This is an optimization exercise on Yosys and OpenROAD, whose aim is small area and a short achievable clock period, not a production implementation.
In this exercise RTL edits were held to simulation tests only and were not proved equivalent to the original.

==> flow/design.v, too long to show whole: its modules and the start of the top module <==
// module v24_mul: 55 lines
// module mul16_tree: 680 lines
// module v24_add: 80 lines
// module wbm: 125 lines
module wbm (
    input  wire        clk,
    input  wire        rst,
    input  wire        cfg_we,
    input  wire [4:0]  cfg_addr,
    input  wire [31:0] cfg_wdata,
    input  wire        in_valid,
    input  wire [23:0] in_r,
    input  wire [23:0] in_g,
    input  wire [23:0] in_b,
    output wire        out_valid,
    output wire [23:0] out_r,
    output wire [23:0] out_g,
    output wire [23:0] out_b
);
  // ...
==> flow/flow/run.sh <==
#!/bin/bash
# Layout flow: the standard synthesis, then an inverter-polarity clean-up of
# the gate netlist around the full adders (flow/polarity.py; registers are not
# touched), then the standard ORFS flow from the synthesised netlist on, with
# timing repair aimed at a tighter setup margin than the 18 ns clock needs.
set -euo pipefail
MARGIN=${MARGIN:-12}
R=orfs/results/sky130hd/wbm/base
bash standard.sh synth > flow_synth.log 2>&1
cp $R/1_2_yosys.v $R/1_2_yosys_std.v
python3 flow/polarity.py $R/1_2_yosys_std.v $R/1_2_yosys_pol.v > flow_polarity.log 2>&1
sleep 1
cp $R/1_2_yosys_pol.v $R/1_2_yosys.v
touch $R/1_2_yosys.v
bash standard.sh SETUP_SLACK_MARGIN=$MARGIN finish > flow_finish.log 2>&1
==> flow/flow/polarity.py <==
#!/usr/bin/env python3
"""Inverter-polarity clean-up of a flat sky130hd gate netlist written by Yosys.

Full adders are self-dual: FA(~a,~b,~c) = (~cout, ~sum).  XOR2/XNOR2 can take
either polarity at each input and absorb it by swapping XOR2 <-> XNOR2.  This
pass removes the inverters between such cells by choosing, for every full
adder and XOR gate, whether its outputs carry the true or the complemented
signal, then re-creates only the inverters still needed (one per net).

usage: polarity.py in.v out.v
"""
import re, sys
from collections import defaultdict

OUTPINS = {'X', 'Y', 'Q', 'Q_N', 'SUM', 'COUT', 'HI', 'LO'}

def parse(path):
    txt = open(path).read()
    m = re.search(r'module\s+(\S+)\s*\((.*?)\);', txt, re.S)
    top = m.group(1)
    body_start = m.end()
    end = txt.rindex('endmodule')
    body = txt[body_start:end]
    decls = []   # input/output/wire declaration statements (kept verbatim)
    cells = []   # (type, name, [(pin, net)])
    for stmt in re.finditer(r'(\S+)\s+(\S+)\s*\((.*?)\)\s*;|((?:input|output|wire|inout)\b[^;]*;)', body, re.S):
        if stmt.group(4):
            decls.append(stmt.group(4).strip())
            continue
        typ, name, conn = stmt.group(1), stmt.group(2), stmt.group(3)
        pins = [(p, n.strip()) for p, n in re.findall(r'\.(\w+)\(\s*([^()]*?)\s*\)', conn)]
        cells.append([typ, name, pins])
    return txt[:body_start], top, decls, cells

def esc(n):
    return n + ' ' if n.startswith('\\') else n

def main():
    src, dst = sys.argv[1], sys.argv[2]
    head, top, decls, cells = parse(src)
    ports_out = set()
    for d in decls:
        if d.startswith('output'):
            for n in re.sub(r'^output\s*(\[[^\]]*\])?', '', d).rstrip(';').split(','):
                ports_out.add(n.strip())
    # expand output bus ports: nets referenced as name[i]
    def is_port_net(net):
        base = re.sub(r'\[\d+\]$', '', net)
        return net in ports_out or base in ports_out

    isinv = lambda t: re.match(r'sky130_fd_sc_hd__(clk)?inv_\d+$', t) is not None
    isfa = lambda t: re.match(r'sky130_fd_sc_hd__fa_\d+$', t) is not None
    isxor = lambda t: re.match(r'sky130_fd_sc_hd__x(n)?or2_\d+$', t) is not None

    driver = {}
    for ci, (t, nm, pins) in enumerate(cells):
        for p, n in pins:
            if p in OUTPINS:
                driver[n] = (ci, p)
    # inverters that may be removed: those not driving an output port
    removable = set()
    for ci, (t, nm, pins) in enumerate(cells):
        if isinv(t):
            y = dict(pins)['Y']
            if not is_port_net(y):
                removable.add(ci)
    def root(net):
        par = 0
        seen = 0
        while net in driver and driver[net][0] in removable and seen < 100:
            ci = driver[net][0]
            net = dict(cells[ci][2])['A']
            par ^= 1
            seen += 1
        return net, par
    # flippable cells: FA and XOR/XNOR
    flip = {}
    for ci, (t, nm, pins) in enumerate(cells):
        if isfa(t) or isxor(t):
            flip[ci] = 0
    # consumer pins: (cell, pin, root, parity)
    uses = []
    for ci, (t, nm, pins) in enumerate(cells):
        if ci in removable:
            continue
        for k, (p, n) in enumerate(pins):
            if p in OUTPINS:
                continue
            r, q = root(n)
            uses.append((ci, k, r, q))
    # also output ports driven via removable inverters cannot happen (kept)
    uses_by_root = defaultdict(list)
    for u in uses:
        uses_by_root[u[2]].append(u)
    # the flip of the cell driving a root net
    def src_flip(r):
        if r in driver and driver[r][0] in flip:
            return flip[driver[r][0]]
        return 0
    def need_inv(u):
        ci, k, r, q = u
        t = cells[ci][0]
        if isxor(t):
            return 0                # absorbed by the xor/xnor choice
        fin = flip.get(ci, 0) if isfa(t) else 0
        return q ^ fin ^ src_flip(r)
    def root_cost(r):
        return 1 if any(need_inv(u) for u in uses_by_root[r]) else 0
    # roots touched by a cell's flip: its output nets and its input roots
    cell_roots = defaultdict(set)
    for ci in flip:
        for p, n in cells[ci][2]:
            if p in OUTPINS:
                cell_roots[ci].add(n)
    for u in uses:
        if u[0] in flip:
            cell_roots[u[0]].add(u[2])
    before = sum(root_cost(r) for r in uses_by_root)
    for it in range(20):
        changed = 0
        for ci in flip:
            rs = cell_roots[ci]
            c0 = sum(root_cost(r) for r in rs)
            flip[ci] ^= 1
            c1 = sum(root_cost(r) for r in rs)
            if c1 < c0:
                changed += 1
            else:
                flip[ci] ^= 1
        if not changed:
            break
    after = sum(root_cost(r) for r in uses_by_root)
    ninv = len(removable)
    # emit: remove removable inverters, rewire uses, add one inverter per root needing it
    newinv = {}
    extra_wires = []
    def inv_net(r):
        if r not in newinv:
            nn = 'pol_n%d' % len(newinv)
            newinv[r] = nn
            extra_wires.append(nn)
        return newinv[r]
    for u in uses:
        ci, k, r, q = u
        p, n = cells[ci][2][k]
        cells[ci][2][k] = (p, inv_net(r) if need_inv(u) else r)
    # xor/xnor type selection: out = A' ^ B' ^ t, want orig ^ flip
    for ci in flip:
        t = cells[ci][0]
        if isxor(t):
            xnor = 'xnor' in t
            par = 0
            for (p, n) in cells[ci][2]:
                if p in OUTPINS:
                    continue
            # mismatch of each input: parity of the original requirement vs the
            # available signal (source flip)
            for u in uses:
                pass
    # compute xor mismatches efficiently
    umap = defaultdict(list)
    for u in uses:
        umap[u[0]].append(u)
    for ci in flip:
        t = cells[ci][0]
        if isxor(t):
            m = 0
            for (c, k, r, q) in umap[ci]:
                m ^= q ^ src_flip(r)
            xnor = ('xnor' in t) ^ m ^ flip[ci]
            size = re.search(r'_(\d+)$', t).group(1)
            cells[ci][0] = 'sky130_fd_sc_hd__%s2_%s' % ('xnor' if xnor else 'xor', size)
            cells[ci][2] = [(('Y' if xnor else 'X') if p in ('X', 'Y') else p, n) for p, n in cells[ci][2]]
    out = [head]
    for d in decls:
        out.append('  ' + d)
    for w in extra_wires:
        out.append('  wire %s;' % w)
    for ci, (t, nm, pins) in enumerate(cells):
        if ci in removable:
            continue
        out.append('  %s %s (%s);' % (t, nm, ', '.join('.%s(%s)' % (p, esc(n)) for p, n in pins)))
    for r, nn in newinv.items():
        out.append('  sky130_fd_sc_hd__inv_1 pol_inv_%s (.A(%s), .Y(%s));' % (nn[5:], esc(r), nn))
    out.append('endmodule')
    open(dst, 'w').write('\n'.join(out) + '\n')
    sys.stderr.write('inverters: %d removable, needed before %d, after %d, emitted %d; flipped %d of %d\n'
                     % (ninv, before, after, len(newinv), sum(flip.values()), len(flip)))

main()
==> flow/standard.sh <==
#!/bin/bash
# synth_recipe.tcl (not shown) runs the flow's synth.tcl, then flattens the netlist and writes it again
# the make line also repeats each setting of config.mk as NAME=value (left out here)
make -C /OpenROAD-flow-scripts/flow DESIGN_CONFIG=/design/flow/config.mk WORK_HOME=/design/flow/orfs CLKGATE_MAP_FILE= SYNTH_SCRIPT=/design/flow/synth_recipe.tcl "${@:-finish}"
==> flow/config.mk <==
export PLATFORM = sky130hd
export DESIGN_NAME = wbm
export DESIGN_NICKNAME = wbm
export VERILOG_FILES = /design/flow/design.v
export SDC_FILE = /design/flow/constraint.sdc
export NUM_CORES = 8
export LEC_CHECK = 0
export CAP_MARGIN = 20
export CORE_MARGIN = 2
export CORE_UTILIZATION = 40
export SLEW_MARGIN = 20
==> flow/constraint.sdc <==
create_clock -name core_clock -period 18.0 [get_ports {clk}]
set_input_delay 3.6000 -clock core_clock [delete_from_list [all_inputs] [get_ports {clk}]]
set_output_delay 3.6000 -clock core_clock [all_outputs]
set_load 0.01 [all_outputs]
==> impl_metrics.sql, run 1 <==
INSERT INTO impl_metrics (metric_group, metric, value, unit) VALUES
('floorplan', 'row_count', '277', ''),
('global_routing', 'met1_track_demand_over_resource_in_global_routing', '0.278', ''),
('setup_path', 'worstPathCellList', 'inv_1, ha_1, nor2b_1, a2111oi_1, o31ai_2, a221o_1, o221ai_1, a21boi_1, o221ai_1, or4_4, nor2_4, clkinvlp_4, ha_1, or2_1, a21oi_1, o211ai_1, o211ai_1', ''),
('flow_run', 'max_cap_viols', '0', ''),
('worst_hold_path', 'hold_depth', '0', ''),
('timing', 'final-setup-viol-count', '0', ''),
('setup_path', 'critical_path_depth', '17', ''),
('timing', 'maxSlewHeadroom', '0.188', ''),
('placed_design', 'place_worst_setup_slack', '11.38', 'ns'),
('timing', 'grt_setup_unrepaired', 'yes', ''),
('finish', 'buffers', '412', ''),
('timing', 'timing.hold.ws', '0.313', 'ns'),
('floorplan', 'die_height', '759', 'µm'),
('status', 'violatedChecks', 'antenna rules', ''),
('floorplan', 'die_x', '759', 'µm'),
('routing', 'routed-via-count', '170000', ''),
('setup_path', 'criticalPathCategory', 'flip-flop to flip-flop', ''),
('status', 'status', 'finished with violations', ''),
('timing', 'finalClockSkew', '0.0694', 'ns'),
('setup_path', 'worst_setup_path_end_kind', 'flip-flop', ''),
('setup_path', 'critPathArrivalTime', '6.61', 'ns'),
('clock_tree', 'cts.sinks', '3017', ''),
('finish', 'clock_tree_area_fraction', '0.0469', ''),
('floorplan', 'floorplan.core_area', '569000', 'µm²'),
('setup_path', 'setup.worst_path.start_class', 'flip-flop', ''),
('routing', 'metal1_wirelength', '271000', 'µm'),
('finish', 'final_cells', '30900', ''),
('timing', 'timing.final.crit_period', '5.73', 'ns'),
('routing', 'met2_wirelength', '306000', 'µm'),
('setup_path', 'crit-reg2reg-launch', 'g_row[0].u_a1.q_ya[7]', ''),
('global_routing', 'globalRoute.totalOverflow', '0', ''),
('floorplan', 'initial_utilization', '0.401', ''),
('floorplan', 'dieArea', '577000', 'µm²'),
('routing', 'maxUsedRoutingLayer', 'met5', ''),
('finish', 'diodes', '109', ''),
('routing', 'detail-route-antenna-nets', '3', '');
==> module v24_mul, before the edit <==
module v24_mul (
    input  wire        clk,
    input  wire [23:0] a,
    input  wire [23:0] b,
    output reg  [23:0] y
);
    function automatic [3:0] tz15(input [14:0] v);
        integer i;
        begin
            tz15 = 4'd15;
            for (i = 14; i >= 0; i = i - 1)
                if (v[i]) tz15 = i[3:0];
        end
    endfunction
    wire [31:0] r0, r1;
    mul16_tree u_t (.x({1'b1, a[14:0]}), .y({1'b1, b[14:0]}), .r0(r0), .r1(r1));
    wire        z1   = (a[22:15] == 8'd0) || (b[22:15] == 8'd0);
    wire [9:0]  e0   = {2'b00, a[22:15]} + {2'b00, b[22:15]} - 10'd127;
    wire [4:0]  tzs  = {1'b0, tz15(a[14:0])} + {1'b0, tz15(b[14:0])};
    reg  [31:0] q_r0, q_r1;
    reg  [9:0]  q_e;       
    reg         q_sh, q_sl, q_s;
    always @(posedge clk) begin
        q_r0 <= r0;
        q_r1 <= r1;
        q_e  <= z1 ? 10'h200 : e0;
        q_sh <= (tzs < 5'd15);    
        q_sl <= (tzs < 5'd14);    
        q_s  <= a[23] ^ b[23];
    end
    wire [31:0] p     = q_r0 + q_r1;
    wire        n     = p[31];
    wire [15:0] mant  = n ? p[31:16] : p[30:15];
    wire        guard = n ? p[15] : p[14];
    wire        st    = n ? q_sh : q_sl;
    reg  [14:0] r_m;       
    reg         r_rb, r_s;
    reg  [9:0]  r_e;
    always @(posedge clk) begin
        r_m  <= mant[14:0];
        r_rb <= guard & (st | mant[0]);
        r_e  <= q_e + {9'd0, n};
        r_s  <= q_s;
    end
    wire [15:0] mr = {1'b0, r_m} + {15'd0, r_rb};
    wire [9:0]  e1 = r_e + {9'd0, mr[15]};
    always @(posedge clk) begin
        if (e1[9] || e1 == 10'd0)
            y <= {r_s, 23'd0};
        else if (e1[8] || e1[7:0] == 8'd255)
            y <= {r_s, 8'd254, 15'h7fff};
        else
            y <= {r_s, e1[7:0], mr[14:0]};
    end
endmodule
==> module v24_add, before the edit <==
module v24_add (
    input  wire        clk,
    input  wire [23:0] a,
    input  wire [23:0] b,
    output reg  [23:0] y
);
    function automatic [4:0] tz16(input [14:0] v);
        integer i;
        begin
            tz16 = 5'd15;
            for (i = 14; i >= 0; i = i - 1)
                if (v[i]) tz16 = i[4:0];
        end
    endfunction
    wire        a_zero = (a[22:15] == 8'd0);
    wire        b_zero = (b[22:15] == 8'd0);
    wire        swap = (b[22:0] > a[22:0]);
    wire [23:0] big  = swap ? b : a;
    wire [23:0] sml  = swap ? a : b;
    wire [8:0]  dab  = {1'b0, a[22:15]} - {1'b0, b[22:15]};
    wire [8:0]  dba  = {1'b0, b[22:15]} - {1'b0, a[22:15]};
    wire [7:0]  d    = swap ? dba[7:0] : dab[7:0];
    wire [4:0]  tza  = tz16(a[14:0]);
    wire [4:0]  tzb  = tz16(b[14:0]);
    wire [4:0]  tzs  = swap ? tza : tzb;
    wire        sml_zero = swap ? a_zero : b_zero;
    wire [18:0] ys   = {1'b1, sml[14:0], 3'b000};
    wire [18:0] ysh  = (d >= 8'd19) ? 19'd0 : (ys >> d[4:0]);
    wire        st   = ({3'b000, d} > {3'b000, tzs} + 8'd3);
    wire [18:0] ya   = sml_zero ? 19'd0 : {ysh[18:1], ysh[0] | st};
    reg  [14:0] q_xm;
    reg  [18:0] q_ya;
    reg  [7:0]  q_e;
    reg         q_s, q_sub, q_z;
    always @(posedge clk) begin
        q_xm  <= big[14:0];
        q_ya  <= ya;
        q_e   <= big[22:15];
        q_s   <= (a_zero & b_zero) ? (a[23] & b[23]) : big[23];
        q_sub <= big[23] ^ sml[23];
        q_z   <= a_zero & b_zero;
    end
    wire [19:0] xb = {2'b01, q_xm, 3'b000};
    wire [19:0] s  = q_sub ? (xb - {1'b0, q_ya}) : (xb + {1'b0, q_ya});
    reg  [4:0]  lead;
    integer i;
    always @* begin
        lead = 5'd0;
        for (i = 0; i < 20; i = i + 1)
            if (s[i]) lead = i[4:0];
    end
    wire [19:0] norm = s << (5'd19 - lead);
    reg  [14:0] r_m;       
    reg         r_g, r_st, r_nz;
    reg  [9:0]  r_e;       
    reg         r_sg, r_z;
    always @(posedge clk) begin
        r_m  <= norm[18:4];
        r_g  <= norm[3];
        r_st <= |norm[2:0];
        r_nz <= norm[19];
        r_e  <= {2'b00, q_e} + {5'd0, lead} - 10'd18;
        r_sg <= q_s;
        r_z  <= q_z;
    end
    wire [15:0] mr = {1'b0, r_m} + {15'd0, r_g & (r_st | r_m[0])};
    wire [9:0]  e1 = r_e + {9'd0, mr[15]};
    always @(posedge clk) begin
        if (r_z)
            y <= {r_sg, 23'd0};
        else if (!r_nz)
            y <= 24'd0;
        else if (e1[9] || e1 == 10'd0)
            y <= {r_sg, 23'd0};
        else if (e1[8] || e1[7:0] == 8'd255)
            y <= {r_sg, 8'd254, 15'h7fff};
        else
            y <= {r_sg, e1[7:0], mr[14:0]};
    end
endmodule
==> run 2: changes to the inputs <==
--- a/flow/design.v
+++ b/flow/design.v
@@ -17,40 +17,49 @@
     wire        z1   = (a[22:15] == 8'd0) || (b[22:15] == 8'd0);
     wire [9:0]  e0   = {2'b00, a[22:15]} + {2'b00, b[22:15]} - 10'd127;
     wire [4:0]  tzs  = {1'b0, tz15(a[14:0])} + {1'b0, tz15(b[14:0])};
-    reg  [31:0] q_r0, q_r1;
+    wire [14:0] lo = {1'b0, r0[13:0]} + {1'b0, r1[13:0]};
+    reg  [31:14] q_r0, q_r1;
+    reg         q_c;
     reg  [9:0]  q_e;       
     reg         q_sh, q_sl, q_s;
     always @(posedge clk) begin
-        q_r0 <= r0;
-        q_r1 <= r1;
+        q_r0 <= r0[31:14];
+        q_r1 <= r1[31:14];
+        q_c  <= lo[14];
         q_e  <= z1 ? 10'h200 : e0;
         q_sh <= (tzs < 5'd15);    
         q_sl <= (tzs < 5'd14);    
         q_s  <= a[23] ^ b[23];
     end
-    wire [31:0] p     = q_r0 + q_r1;
+    wire [31:14] p    = q_r0 + q_r1 + {17'd0, q_c};
     wire        n     = p[31];
     wire [15:0] mant  = n ? p[31:16] : p[30:15];
     wire        guard = n ? p[15] : p[14];
     wire        st    = n ? q_sh : q_sl;
+    wire [9:0]  q_e1  = q_e + 10'd1;
     reg  [14:0] r_m;       
     reg         r_rb, r_s;
     reg  [9:0]  r_e;
     always @(posedge clk) begin
         r_m  <= mant[14:0];
         r_rb <= guard & (st | mant[0]);
-        r_e  <= q_e + {9'd0, n};
+        r_e  <= n ? q_e1 : q_e;
         r_s  <= q_s;
     end
     wire [15:0] mr = {1'b0, r_m} + {15'd0, r_rb};
-    wire [9:0]  e1 = r_e + {9'd0, mr[15]};
+    wire [9:0]  e1  = r_e + 10'd1;
+    wire        uf0 = r_e[9] || r_e == 10'd0;
+    wire        of0 = !r_e[9] && (r_e[8] || r_e[7:0] == 8'd255);
+    wire        uf1 = e1[9] || e1 == 10'd0;
+    wire        of1 = !e1[9] && (e1[8] || e1[7:0] == 8'd255);
+    wire        ovf = mr[15];
     always @(posedge clk) begin
-        if (e1[9] || e1 == 10'd0)
+        if (ovf ? uf1 : uf0)
             y <= {r_s, 23'd0};
-        else if (e1[8] || e1[7:0] == 8'd255)
+        else if (ovf ? of1 : of0)
             y <= {r_s, 8'd254, 15'h7fff};
         else
-            y <= {r_s, e1[7:0], mr[14:0]};
+            y <= {r_s, ovf ? e1[7:0] : r_e[7:0], mr[14:0]};
     end
 endmodule
 module mul16_tree (input wire [15:0] x, input wire [15:0] y, output wire [31:0] r0, output wire [31:0] r1);
@@ -760,57 +769,81 @@
     wire [4:0]  tzs  = swap ? tza : tzb;
     wire        sml_zero = swap ? a_zero : b_zero;
     wire [18:0] ys   = {1'b1, sml[14:0], 3'b000};
-    wire [18:0] ysh  = (d >= 8'd19) ? 19'd0 : (ys >> d[4:0]);
-    wire        st   = ({3'b000, d} > {3'b000, tzs} + 8'd3);
-    wire [18:0] ya   = sml_zero ? 19'd0 : {ysh[18:1], ysh[0] | st};
+    wire [18:0] ysc  = (sml_zero || d >= 8'd20) ? 19'd0 : (ys >> {d[4:2], 2'b00});
+    wire        st   = !sml_zero && ({3'b000, d} > {3'b000, tzs} + 8'd3);
     reg  [14:0] q_xm;
-    reg  [18:0] q_ya;
+    reg  [18:0] q_ys;
+    reg  [1:0]  q_df;
+    reg         q_st;
     reg  [7:0]  q_e;
     reg         q_s, q_sub, q_z;
     always @(posedge clk) begin
         q_xm  <= big[14:0];
-        q_ya  <= ya;
+        q_ys  <= ysc;
+        q_df  <= (d >= 8'd20) ? 2'd0 : d[1:0];
+        q_st  <= st;
         q_e   <= big[22:15];
         q_s   <= (a_zero & b_zero) ? (a[23] & b[23]) : big[23];
         q_sub <= big[23] ^ sml[23];
         q_z   <= a_zero & b_zero;
     end
-    wire [19:0] xb = {2'b01, q_xm, 3'b000};
-    wire [19:0] s  = q_sub ? (xb - {1'b0, q_ya}) : (xb + {1'b0, q_ya});
-    reg  [4:0]  lead;
-    integer i;
+    wire [18:0] ysh = q_ys >> q_df;
+    wire [18:0] ya  = {ysh[18:1], ysh[0] | q_st};
+    wire [19:0] xb  = {2'b01, q_xm, 3'b000};
+    wire [19:0] s   = q_sub ? (xb - {1'b0, ya}) : (xb + {1'b0, ya});
+    reg  [2:0]  nz4;
     always @* begin
-        lead = 5'd0;
-        for (i = 0; i < 20; i = i + 1)
-            if (s[i]) lead = i[4:0];
+        if (s[19:16] != 4'd0)      nz4 = 3'd0;
+        else if (s[15:12] != 4'd0) nz4 = 3'd1;
+        else if (s[11:8] != 4'd0)  nz4 = 3'd2;
+        else if (s[7:4] != 4'd0)   nz4 = 3'd3;
+        else                       nz4 = 3'd4;
     end
-    wire [19:0] norm = s << (5'd19 - lead);
-    reg  [14:0] r_m;       
-    reg         r_g, r_st, r_nz;
-    reg  [9:0]  r_e;       
+    wire [19:0] sc = s << {nz4, 2'b00};
+    reg  [19:0] r_s;
+    reg  [2:0]  r_c;       
+    reg  [7:0]  r_e;       
     reg         r_sg, r_z;
     always @(posedge clk) begin
-        r_m  <= norm[18:4];
-        r_g  <= norm[3];
-        r_st <= |norm[2:0];
-        r_nz <= norm[19];
-        r_e  <= {2'b00, q_e} + {5'd0, lead} - 10'd18;
+        r_s  <= sc;
+        r_c  <= nz4;
+        r_e  <= q_e;
         r_sg <= q_s;
         r_z  <= q_z;
     end
-    wire [15:0] mr = {1'b0, r_m} + {15'd0, r_g & (r_st | r_m[0])};
-    wire [9:0]  e1 = r_e + {9'd0, mr[15]};
+    reg  [1:0]  f;
+    always @* begin
+        if (r_s[19])      f = 2'd0;
+        else if (r_s[18]) f = 2'd1;
+        else if (r_s[17]) f = 2'd2;
+        else              f = 2'd3;
+    end
+    wire [19:0] norm  = r_s << f;
+    wire [14:0] m     = norm[18:4];
+    wire        guard = norm[3];
+    wire        stk   = |norm[2:0];
+    wire [15:0] mr = {1'b0, m} + {15'd0, guard & (stk | m[0])};
+    wire [9:0]  e0 = {2'b00, r_e} + 10'd1 - {5'd0, r_c, f};
+    wire [9:0]  e1 = {2'b00, r_e} + 10'd2 - {5'd0, r_c, f};
+    wire        uf0 = e0[9] || e0 == 10'd0;
+    wire        of0 = !e0[9] && (e0[8] || e0[7:0] == 8'd255);
+    wire        uf1 = e1[9] || e1 == 10'd0;
+    wire        of1 = !e1[9] && (e1[8] || e1[7:0] == 8'd255);
+    wire        ovf = mr[15];
+    wire        uf  = ovf ? uf1 : uf0;
+    wire        of  = ovf ? of1 : of0;
+    wire [7:0]  eo  = ovf ? e1[7:0] : e0[7:0];
     always @(posedge clk) begin
         if (r_z)
             y <= {r_sg, 23'd0};
-        else if (!r_nz)
+        else if (!norm[19])
             y <= 24'd0;
-        else if (e1[9] || e1 == 10'd0)
+        else if (uf)
             y <= {r_sg, 23'd0};
-        else if (e1[8] || e1[7:0] == 8'd255)
+        else if (of)
             y <= {r_sg, 8'd254, 15'h7fff};
         else
-            y <= {r_sg, e1[7:0], mr[14:0]};
+            y <= {r_sg, eo, mr[14:0]};
     end
 endmodule
 module wbm (
==> flow/flow/run.sh (replaced) <==
#!/bin/bash
# Layout flow: the standard synthesis, then an inverter-polarity clean-up of
# the gate netlist around the full adders (flow/polarity.py; registers are not
# touched), then the standard ORFS flow from the synthesised netlist on, with
# timing repair aimed at a tighter setup margin than the 18 ns clock needs.
# Each step's full output goes to a log file in this folder.
set -euo pipefail
MARGIN=${MARGIN:-12.6}
R=orfs/results/sky130hd/wbm/base
bash standard.sh synth > flow_synth.log 2>&1
cp $R/1_2_yosys.v $R/1_2_yosys_std.v
python3 flow/polarity.py $R/1_2_yosys_std.v $R/1_2_yosys_pol.v > flow_polarity.log 2>&1
sleep 1
cp $R/1_2_yosys_pol.v $R/1_2_yosys.v
touch $R/1_2_yosys.v
bash standard.sh SETUP_SLACK_MARGIN=$MARGIN MAX_REPAIR_ANTENNAS_ITER_GRT=15 \
    MAX_REPAIR_ANTENNAS_ITER_DRT=15 finish > flow_finish.log 2>&1
==> flow/flow/polarity.py (replaced) <==
#!/usr/bin/env python3
"""Inverter-polarity clean-up of a flat sky130hd gate netlist written by Yosys.

Yosys maps full adders to sky130 fa cells with whatever input and output
polarity its generic mapping left, and joins them with inverters.  This pass
removes those inverters.  It chooses, for each cell of three kinds, whether
its output carries the original signal or its complement:
  - full adders, which are self-dual: FA(~a,~b,~c) = (~cout, ~sum);
  - XOR2/XNOR2, which take either polarity at each input and absorb it by
    swapping XOR2 <-> XNOR2;
  - gates with a complement of the same inputs (AND2 <-> NAND2, A21O <->
    A21OI, ...), at the difference of their areas.
Then it re-creates one inverter per net for the loads that still need the
complement.  Flip-flops and the ports keep their nets and polarity.  The
choice is a greedy local search on total cell area.

usage: polarity.py in.v out.v
"""
import re, sys
from collections import defaultdict

LIB = 'sky130_fd_sc_hd__'
OUTPINS = {'X', 'Y', 'Q', 'Q_N', 'SUM', 'COUT', 'HI', 'LO'}
AREA = {
    'inv_1': 3.7536, 'buf_1': 3.7536, 'clkbuf_1': 3.7536,
    'and2_0': 6.256, 'and2_1': 6.256, 'nand2_1': 3.7536, 'or2_0': 6.256, 'or2_1': 6.256,
    'nor2_1': 3.7536, 'and3_1': 6.256, 'nand3_1': 5.0048, 'or3_1': 6.256, 'nor3_1': 5.0048,
    'and4_1': 8.7584, 'nand4_1': 6.256, 'or4_1': 7.5072, 'nor4_1': 6.256,
    'a21o_1': 7.5072, 'a21oi_1': 5.0048, 'o21a_1': 7.5072, 'o21ai_0': 5.0048, 'o21ai_1': 5.0048,
    'a22o_1': 8.7584, 'a22oi_1': 7.5072, 'o22a_1': 8.7584, 'o22ai_1': 6.256,
    'a31o_1': 8.7584, 'a31oi_1': 6.256, 'o31a_1': 8.7584, 'o31ai_1': 7.5072,
    'a211o_1': 8.7584, 'a211oi_1': 7.5072, 'o211a_1': 10.0096, 'o211ai_1': 7.5072,
    'a32o_1': 10.0096, 'a32oi_1': 8.7584, 'o32a_1': 10.0096, 'o32ai_1': 8.7584,
    'a221o_1': 10.0096, 'a221oi_1': 8.7584, 'o221a_1': 11.2608, 'o221ai_1': 8.7584,
    'a311o_1': 10.0096, 'a311oi_1': 8.7584, 'o311a_1': 10.0096, 'o311ai_0': 8.7584, 'o311ai_1': 8.7584,
    'a41o_1': 10.0096, 'a41oi_1': 8.7584, 'o41a_1': 11.2608, 'o41ai_1': 8.7584,
    'nand2b_1': 6.256, 'and2b_1': 7.5072, 'nor2b_1': 6.256, 'or2b_1': 7.5072,
    'mux2_1': 11.2608, 'mux2i_1': 10.0096,
    'a2111o_1': 11.2608, 'a2111oi_0': 8.7584, 'o2111a_1': 11.2608, 'o2111ai_1': 8.7584,
    'and3b_1': 8.7584, 'nand3b_1': 7.5072, 'or3b_1': 8.7584, 'nor3b_1': 7.5072,
    'and4b_1': 10.0096, 'nand4b_1': 8.7584, 'or4b_1': 10.0096, 'nor4b_1': 8.7584,
    'a21bo_1': 10.0096, 'a21boi_0': 7.5072, 'o21ba_1': 10.0096, 'o21bai_1': 7.5072,
}
PAIRS = [('and2_1', 'nand2_1'), ('or2_1', 'nor2_1'), ('and3_1', 'nand3_1'), ('or3_1', 'nor3_1'),
         ('and4_1', 'nand4_1'), ('or4_1', 'nor4_1'), ('a21o_1', 'a21oi_1'), ('o21a_1', 'o21ai_0'),
         ('a22o_1', 'a22oi_1'), ('o22a_1', 'o22ai_1'), ('a31o_1', 'a31oi_1'), ('o31a_1', 'o31ai_1'),
         ('a211o_1', 'a211oi_1'), ('o211a_1', 'o211ai_1'), ('a32o_1', 'a32oi_1'), ('o32a_1', 'o32ai_1'),
         ('a221o_1', 'a221oi_1'), ('o221a_1', 'o221ai_1'), ('a311o_1', 'a311oi_1'),
         ('o311a_1', 'o311ai_0'), ('a41o_1', 'a41oi_1'), ('o41a_1', 'o41ai_1'),
         ('and2b_1', 'nand2b_1'), ('or2b_1', 'nor2b_1'), ('mux2_1', 'mux2i_1'),
         ('a2111o_1', 'a2111oi_0'), ('o2111a_1', 'o2111ai_1'), ('and3b_1', 'nand3b_1'),
         ('or3b_1', 'nor3b_1'), ('and4b_1', 'nand4b_1'), ('or4b_1', 'nor4b_1'),
         ('a21bo_1', 'a21boi_0'), ('o21ba_1', 'o21bai_1')]
COMP = {}
for a, b in PAIRS:
    COMP[a] = b
    COMP[b] = a
COMP.update({'and2_0': 'nand2_1', 'or2_0': 'nor2_1', 'o21ai_1': 'o21a_1', 'o311ai_1': 'o311a_1',
             'buf_1': 'inv_1', 'clkbuf_1': 'inv_1'})
INV_AREA = AREA['inv_1']

def outpin(cell):
    # single-output gates: X for non-inverting, Y for inverting
    if cell.startswith(('buf', 'clkbuf', 'and', 'or', 'mux2_', 'a2111o', 'o2111a')) and not cell.startswith(('or2b', 'or3b', 'or4b', 'and2b', 'and3b', 'and4b')):
        return 'X'
    if cell.startswith(('or2b', 'or3b', 'or4b', 'and2b', 'and3b', 'and4b')):
        return 'X'
    if re.match(r'(a|o)\d+(b)?[a-z]?_', cell):
        return 'Y' if re.match(r'(a|o)[0-9]+(b?)(oi|ai|boi|bai)_', cell) else 'X'
    return 'Y'

def esc(n):
    return n + ' ' if n.startswith('\\') else n

def parse(path):
    txt = open(path).read()
    m = re.search(r'module\s+(\S+)\s*\((.*?)\);', txt, re.S)
    body_start = m.end()
    end = txt.rindex('endmodule')
    body = txt[body_start:end]
    decls, cells = [], []
    for st in re.finditer(r'(\S+)\s+(\S+)\s*\((.*?)\)\s*;|((?:input|output|wire|inout)\b[^;]*;)', body, re.S):
        if st.group(4):
            decls.append(st.group(4).strip())
            continue
        pins = [(p, n.strip()) for p, n in re.findall(r'\.(\w+)\(\s*([^()]*?)\s*\)', st.group(3))]
        cells.append([st.group(1), st.group(2), pins])
    return txt[:body_start], decls, cells

def main():
    src, dst = sys.argv[1], sys.argv[2]
    head, decls, cells = parse(src)
    ports_out = set()
    for d in decls:
        if d.startswith('output'):
            for n in re.sub(r'^output\s*(\[[^\]]*\])?', '', d).rstrip(';').split(','):
                ports_out.add(n.strip())
    def is_port_net(net):
        return net in ports_out or re.sub(r'\[\d+\]$', '', net) in ports_out
    short = lambda t: t[len(LIB):] if t.startswith(LIB) else t
    isinv = lambda t: re.match(r'(clk)?inv_\d+$', short(t)) is not None
    isfa = lambda t: re.match(r'fa_\d+$', short(t)) is not None
    isxor = lambda t: re.match(r'x(n)?or2_\d+$', short(t)) is not None

    driver = {}
    for ci, (t, nm, pins) in enumerate(cells):
        for p, n in pins:
            if p in OUTPINS:
                driver[n] = (ci, p)
    removable = set()
    for ci, (t, nm, pins) in enumerate(cells):
        if isinv(t) and not is_port_net(dict(pins)['Y']):
            removable.add(ci)
    def root(net):
        par = 0
        for _ in range(100):
            if net in driver and driver[net][0] in removable:
                net = dict(cells[driver[net][0]][2])['A']
                par ^= 1
            else:
                break
        return net, par
    kind = {}
    for ci, (t, nm, pins) in enumerate(cells):
        s = short(t)
        if isfa(t):
            kind[ci] = 'fa'
        elif isxor(t):
            kind[ci] = 'xor'
        elif s in COMP and not any(is_port_net(n) for p, n in pins if p in OUTPINS):
            kind[ci] = 'comp'
    flip = {ci: 0 for ci in kind}
    darea = {}
    for ci, k in kind.items():
        if k == 'comp':
            s = short(cells[ci][0])
            darea[ci] = AREA[COMP[s]] - AREA[s]
        else:
            darea[ci] = 0.0
    uses = []
    for ci, (t, nm, pins) in enumerate(cells):
        if ci in removable:
            continue
        for k, (p, n) in enumerate(pins):
            if p not in OUTPINS:
                r, q = root(n)
                uses.append((ci, k, r, q))
    uses_by_root = defaultdict(list)
    for u in uses:
        uses_by_root[u[2]].append(u)
    def src_flip(r):
        d = driver.get(r)
        return flip[d[0]] if d and d[0] in flip else 0
    def need_inv(u):
        ci, k, r, q = u
        kd = kind.get(ci)
        if kd == 'xor':
            return 0
        fin = flip[ci] if kd == 'fa' else 0
        return q ^ fin ^ src_flip(r)
    def root_cost(r):
        return INV_AREA if any(need_inv(u) for u in uses_by_root[r]) else 0.0
    cell_roots = defaultdict(set)
    for ci in kind:
        for p, n in cells[ci][2]:
            if p in OUTPINS:
                cell_roots[ci].add(n)
    for u in uses:
        if kind.get(u[0]) == 'fa':
            cell_roots[u[0]].add(u[2])
    def total():
        return sum(root_cost(r) for r in uses_by_root) + sum(darea[c] for c in flip if flip[c])
    before = total()
    order = sorted(kind)
    for it in range(30):
        changed = 0
        for ci in order:
            rs = cell_roots[ci]
            c0 = sum(root_cost(r) for r in rs) + (darea[ci] if flip[ci] else 0)
            flip[ci] ^= 1
            c1 = sum(root_cost(r) for r in rs) + (darea[ci] if flip[ci] else 0)
            if c1 < c0 - 1e-9:
                changed += 1
            else:
                flip[ci] ^= 1
        if not changed:
            break
    # compound moves: a full adder together with the gates that drive it
    in_drv = defaultdict(set)
    for u in uses:
        if kind.get(u[0]) == 'fa':
            d = driver.get(u[2])
            if d and kind.get(d[0]) == 'comp':
                in_drv[u[0]].add(d[0])
    def local(cs):
        rs = set()
        for c in cs:
            rs |= cell_roots[c]
        return sum(root_cost(r) for r in rs) + sum(darea[c] for c in cs if flip[c])
    for it in range(30):
        changed = 0
        for ci in order:
            if kind[ci] != 'fa':
                continue
            grp = [ci] + sorted(in_drv[ci])
            c0 = local(grp)
            flip[ci] ^= 1
            done = [ci]
            for g in grp[1:]:
                a0 = local(grp)
                flip[g] ^= 1
                if local(grp) < a0 - 1e-9:
                    done.append(g)
                else:
                    flip[g] ^= 1
            if local(grp) < c0 - 1e-9:
                changed += 1
            else:
                for g in done:
                    flip[g] ^= 1
        for ci in order:
            rs = cell_roots[ci]
            c0 = sum(root_cost(r) for r in rs) + (darea[ci] if flip[ci] else 0)
            flip[ci] ^= 1
            c1 = sum(root_cost(r) for r in rs) + (darea[ci] if flip[ci] else 0)
            if c1 < c0 - 1e-9:
                changed += 1
            else:
                flip[ci] ^= 1
        if not changed:
            break
    after = total()
    # rewrite
    newinv = {}
    def inv_net(r):
        if r not in newinv:
            newinv[r] = 'pol_n%d' % len(newinv)
        return newinv[r]
    umap = defaultdict(list)
    for u in uses:
        umap[u[0]].append(u)
    # xor type from input mismatches, before rewiring
    xtype = {}
    for ci, kd in kind.items():
        if kd == 'xor' :
            m = 0
            for (c, k, r, q) in umap[ci]:
                m ^= q ^ src_flip(r)
            xtype[ci] = ('xnor' in cells[ci][0]) ^ m ^ flip[ci]
    for u in uses:
        ci, k, r, q = u
        p, n = cells[ci][2][k]
        cells[ci][2][k] = (p, inv_net(r) if need_inv(u) else r)
    nflip = defaultdict(int)
    for ci, kd in kind.items():
        t = cells[ci][0]
        if kd == 'xor':
            size = re.search(r'_(\d+)$', t).group(1)
            xn = xtype[ci]
            cells[ci][0] = LIB + '%s2_%s' % ('xnor' if xn else 'xor', size)
            cells[ci][2] = [(('Y' if xn else 'X') if p in ('X', 'Y') else p, n) for p, n in cells[ci][2]]
        elif kd == 'comp' and flip[ci]:
            s = short(t)
            c = COMP[s]
            nflip[s + '->' + c] += 1
            op_new = outpin(c)
            cells[ci][0] = LIB + c
            cells[ci][2] = [((op_new if p in ('X', 'Y') else p), n) for p, n in cells[ci][2]]
        elif kd == 'fa' and flip[ci]:
            nflip['fa'] += 1
    out = [head]
    out += ['  ' + d for d in decls]
    out += ['  wire %s;' % w for w in newinv.values()]
    for ci, (t, nm, pins) in enumerate(cells):
        if ci in removable:
            continue
        out.append('  %s %s (%s);' % (t, nm, ', '.join('.%s(%s)' % (p, esc(n)) for p, n in pins)))
    for r, nn in newinv.items():
        out.append('  %sinv_1 pol_inv_%s (.A(%s), .Y(%s));' % (LIB, nn[5:], esc(r), nn))
    out.append('endmodule')
    open(dst, 'w').write('\n'.join(out) + '\n')
    print('removable inverters %d; cost before %.1f um2, after %.1f um2; inverters emitted %d'
          % (len(removable), before, after, len(newinv)))
    for k, v in sorted(nflip.items(), key=lambda x: -x[1]):
        print('  flipped %-24s %d' % (k, v))

main()
--- a/flow/config.mk
+++ b/flow/config.mk
@@ -7,5 +7,8 @@
 export LEC_CHECK = 0
 export CAP_MARGIN = 20
 export CORE_MARGIN = 2
-export CORE_UTILIZATION = 40
+export CORE_UTILIZATION = 55
+export CTS_CLUSTER_DIAMETER = 100
+export CTS_CLUSTER_SIZE = 30
+export PLACE_DENSITY = 0.65
 export SLEW_MARGIN = 20
==> run 2 against run 1 <==
The run now finishes clean. Flip-flop and latch count fell by 246. Die area fell by 28%. Synthesized cell count rose by 0.16%. First-iteration DRC count rose by 17%. Critical path type unchanged. Critical endpoint is now g_row[0].u_m0.q_c.
==> impl_metrics.sql, run 2 <==
INSERT INTO impl_metrics (metric_group, metric, value, unit) VALUES
('status', 'status', 'no timing/DRC/antenna violations', ''),
('timing', 'setup_total_neg_slack', '0', 'ns'),
('clock_tree', 'cts-htree-levels', '4', ''),
('floorplan', 'floorplan.core_area', '406000', 'µm²'),
('synth', 'syn-mean-instance-area', '9.64', 'µm²'),
('timing', 'worst_slew_pin_slew', '1.27', 'ns'),
('timing', 'post-route-worst-setup-slack', '12.73', 'ns'),
('routing', 'drt_wl_total', '615000', 'µm'),
('setup_path', 'critPathArrivalTime', '6.03', 'ns'),
('setup_path', 'worst_setup_path_end_kind', 'flip-flop', ''),
('timing', 'final-hold-violation-count', '0', ''),
('flow_run', 'max_cap_viols', '0', ''),
('floorplan', 'dieArea', '414000', 'µm²'),
('clock_tree', 'cts.root.buffer_cell', 'sky130_fd_sc_hd__clkbuf_16', ''),
('routing', 'detail-route-antenna-nets', '0', ''),
('finish', 'finalNetCount', '27000', ''),
('finish', 'area_delta_synth_final', '5.46', '%'),
('synth', 'synthesis.area', '225000', 'µm²'),
('clock_tree', 'cts.sinks', '2771', ''),
('timing', 'grt_setup_unrepaired', 'yes', ''),
('timing', 'finalClockSkew', '0.0906', 'ns'),
('placed_design', 'detailed_place_hpwl', '455000', 'µm'),
('timing', 'fmax', '190', 'MHz'),
('finish', 'finalCoreUtilization', '0.583', ''),
('setup_path', 'crit_family', 'adder cells', ''),
('timing', 'maxSlewHeadroom', '0.152', ''),
('timing', 'timing.final.crit_period', '5.27', 'ns'),
('routing', 'average_detailed_routed_wire_length_per_instance', '21.6', 'µm'),
('floorplan', 'num_io_pins', '186', ''),
('setup_path', 'cpPeakStageDelay', '0.59', 'ns'),
('placed_design', 'port-buffer-count', '178', ''),
('placed_design', 'globalplace.congestion', '0.920', ''),
('setup_path', 'criticalPathCategory', 'flip-flop to flip-flop', ''),
('routing', 'routed-via-count', '168000', ''),
('setup_path', 'buf_inv_stages_crit_path', '3', ''),
('setup_path', 'crit_required', '18.76', 'ns'),
('global_routing', 'globalRoute.totalOverflow', '0', ''),
('synth', 'synthesis.instances', '23300', ''),
('floorplan', 'die_height', '643', 'µm'),
('finish', 'most_frequent_cells_in_the_layout', '2,433 x sky130_fd_sc_hd__fa_1, 2,426 x sky130_fd_sc_hd__and2_1, 2,349 x sky130_fd_sc_hd__dfxtp_1, 1,609 x sky130_fd_sc_hd__nor2_1, 1,572 x sky130_fd_sc_hd__ha_1', ''),
('global_routing', 'grt_first_pass_wirelength', '966000', 'µm'),
('routing', 'viasPerCell', '5.89', ''),
('routing', 'dr.pass1.iters', '6', ''),
('clock_tree', 'clock_latency', '0.95', 'ns'),
('setup_path', 'setup.worst_path.start_class', 'flip-flop', ''),
('timing', 'final.period_utilization', '0.293', ''),
('synth', 'synthesis.nets', '27400', ''),
('worst_hold_path', 'hold_class', 'flip-flop to flip-flop', ''),
('setup_path', 'crit_path_max_fanout', '33', ''),
('setup_path', 'timing.critical_path.slowest_stage_cell', 'sky130_fd_sc_hd__inv_1', ''),
('finish', 'largest_register_ffs', '216', ''),
('clock_tree', 'cts_tree', 'done', ''),
('floorplan', 'initial_utilization', '0.553', ''),
('clock_tree', 'cts_max_path_buffers', '4', ''),
('clock_tree', 'cts.clk_slew.worst_paths', '0.10', 'ns'),
('setup_path', 'worstPathCellList', 'buf_4, inv_1, buf_4, nor2_1, fa_1, fa_1, fa_1, fa_1, ha_1, o21a_1, o21a_1, o21ai_0, a21oi_1, or2_2', ''),
('synth', 'synthesis.yosys.warnings', '17', ''),
('clock_tree', 'hold_buffers', '0', ''),
('routing', 'drt_drc_violations_left', '0', ''),
('setup_path', 'critPathMostFrequentCell', 'sky130_fd_sc_hd__fa_1', ''),
('timing', 'max_transition_viols_final', '0', ''),
('finish', 'most_frequent_standard_cell_in_the_layout_excluding_fill_and_tap_cells', 'sky130_fd_sc_hd__fa_1', ''),
('global_routing', 'initial_antenna_violation_count', '44', ''),
('clock_tree', 'cts_buffers', '143', ''),
('global_routing', 'first_global_vias', '169000', ''),
('finish', 'layout-drive-gt1-share', '0.0522', ''),
('global_routing', 'grt_max_degree', '100', ''),
('finish', 'regMostFlops', 'cm', ''),
('floorplan', 'die_x', '643', 'µm'),
('floorplan', 'row_count', '234', ''),
('routing', 'drt-initial-drc-count', '14100', ''),
('placed_design', 'place_worst_setup_slack', '11.93', 'ns'),
('timing', 'final-setup-viol-count', '0', ''),
('global_routing', 'grtUsageTotal', '0.295', '');
-- run 2: layout make-up --
cell class                 instances  area [µm²]
antenna                           57         143
multi-input combinational      18300      158000
timing repair inverter             1        5.00
inverter                        1173        4410
clock inverter                    72        1050
fill                           35600      169000
timing repair buffer             420        3580
clock buffer                     177        3860
tap                             5428        6790
sequential                      2771       59400
-- run 2: worst reg2reg max path, delay by kind of cell (launching register included) --
kind,cells,cell delay [ns]
adders and majority gates,5,2.28
buffers and inverters,3,1.60
and+or+nand+nor,2,0.44
DFF,1,0.33
AOI/OAI and AO/OA,4,0.47
-- run 2: timing repair --
item,CTS,global route
pin swaps,2,5
buffers inserted,1,28
cloned,1,3
endpoints found under the hold margin,0,0
endpoints found under the setup margin,168,158
gates resized for setup,95,51
-- run 2: per-stage QoR --
step / hold WS [ns] / instance area (µm²) / cells
6_report: 0.315 / 237000 / 28400
5_1_grt: 0.329 / 237000 / 28400
3_3_place_gp: 0.311 / 231000 / 28100
4_1_cts: 0.316 / 236000 / 28400
3_5_place_dp: 0.312 / 231000 / 28100
2_1_floorplan: 0.310 / 225000 / 23300
-- run 2: worst paths after layout --
check	depth (start not counted)	endpoint	slack [ns]	from
worst max-delay path	14	g_row[0].u_m0.q_c	12.73	w[0][9]
worst min-delay path	0	g_row[0].u_a2.r_z	0.31	g_row[0].u_a2.q_z
worst max register to register	14	g_row[0].u_m0.q_c	12.73	w[0][9]
worst min register to register	0	g_row[0].u_a2.r_z	0.31	g_row[0].u_a2.q_z
-- run 2: layer usage --
| metal | global-route usage | part of all wire |
|---|---|---|
| met3 | 0.0494 | 0.074 |
| met1 | 0.396 | 0.43 |
| met2 | 0.482 | 0.46 |
| met4 | 0.103 | 0.036 |
| met5 | 0 | 0.00016 |

[separate check: timing with driven ports]
How much do the figures lean on ideal ports? The routed layouts below were timed once more, with nothing changed but the port constraints.
Step 1 (the two cells are an assumption about what drives the block):
set clk [get_ports {clk}]
set_driving_cell -lib_cell sky130_fd_sc_hd__clkbuf_16 $clk
set_driving_cell -lib_cell sky130_fd_sc_hd__buf_2 [delete_from_list [all_inputs] $clk]
Step 2 adds t to the input delays and takes it off the output delays; t is the mean of the earliest and latest rising clock arrival at the registers after step 1. Input paths then give back, and output paths get back, about the clock's delay inside the block.
a / b / c = ideal / step 1 / step 2; a / b = the first two.
| run | t (ns) | setup WS [ns] | hold slack, ns | pins driven straight from the clock port |
|---|---|---|---|---|
| run 1 | 1.103 | 12.266 / 12.266 / 12.266 | 0.313 / 0.313 / 0.313 | 1 |
| run 2 | 1.028 | 12.731 / 12.685 / 12.731 | 0.315 / 0.315 / 0.315 | 1 |
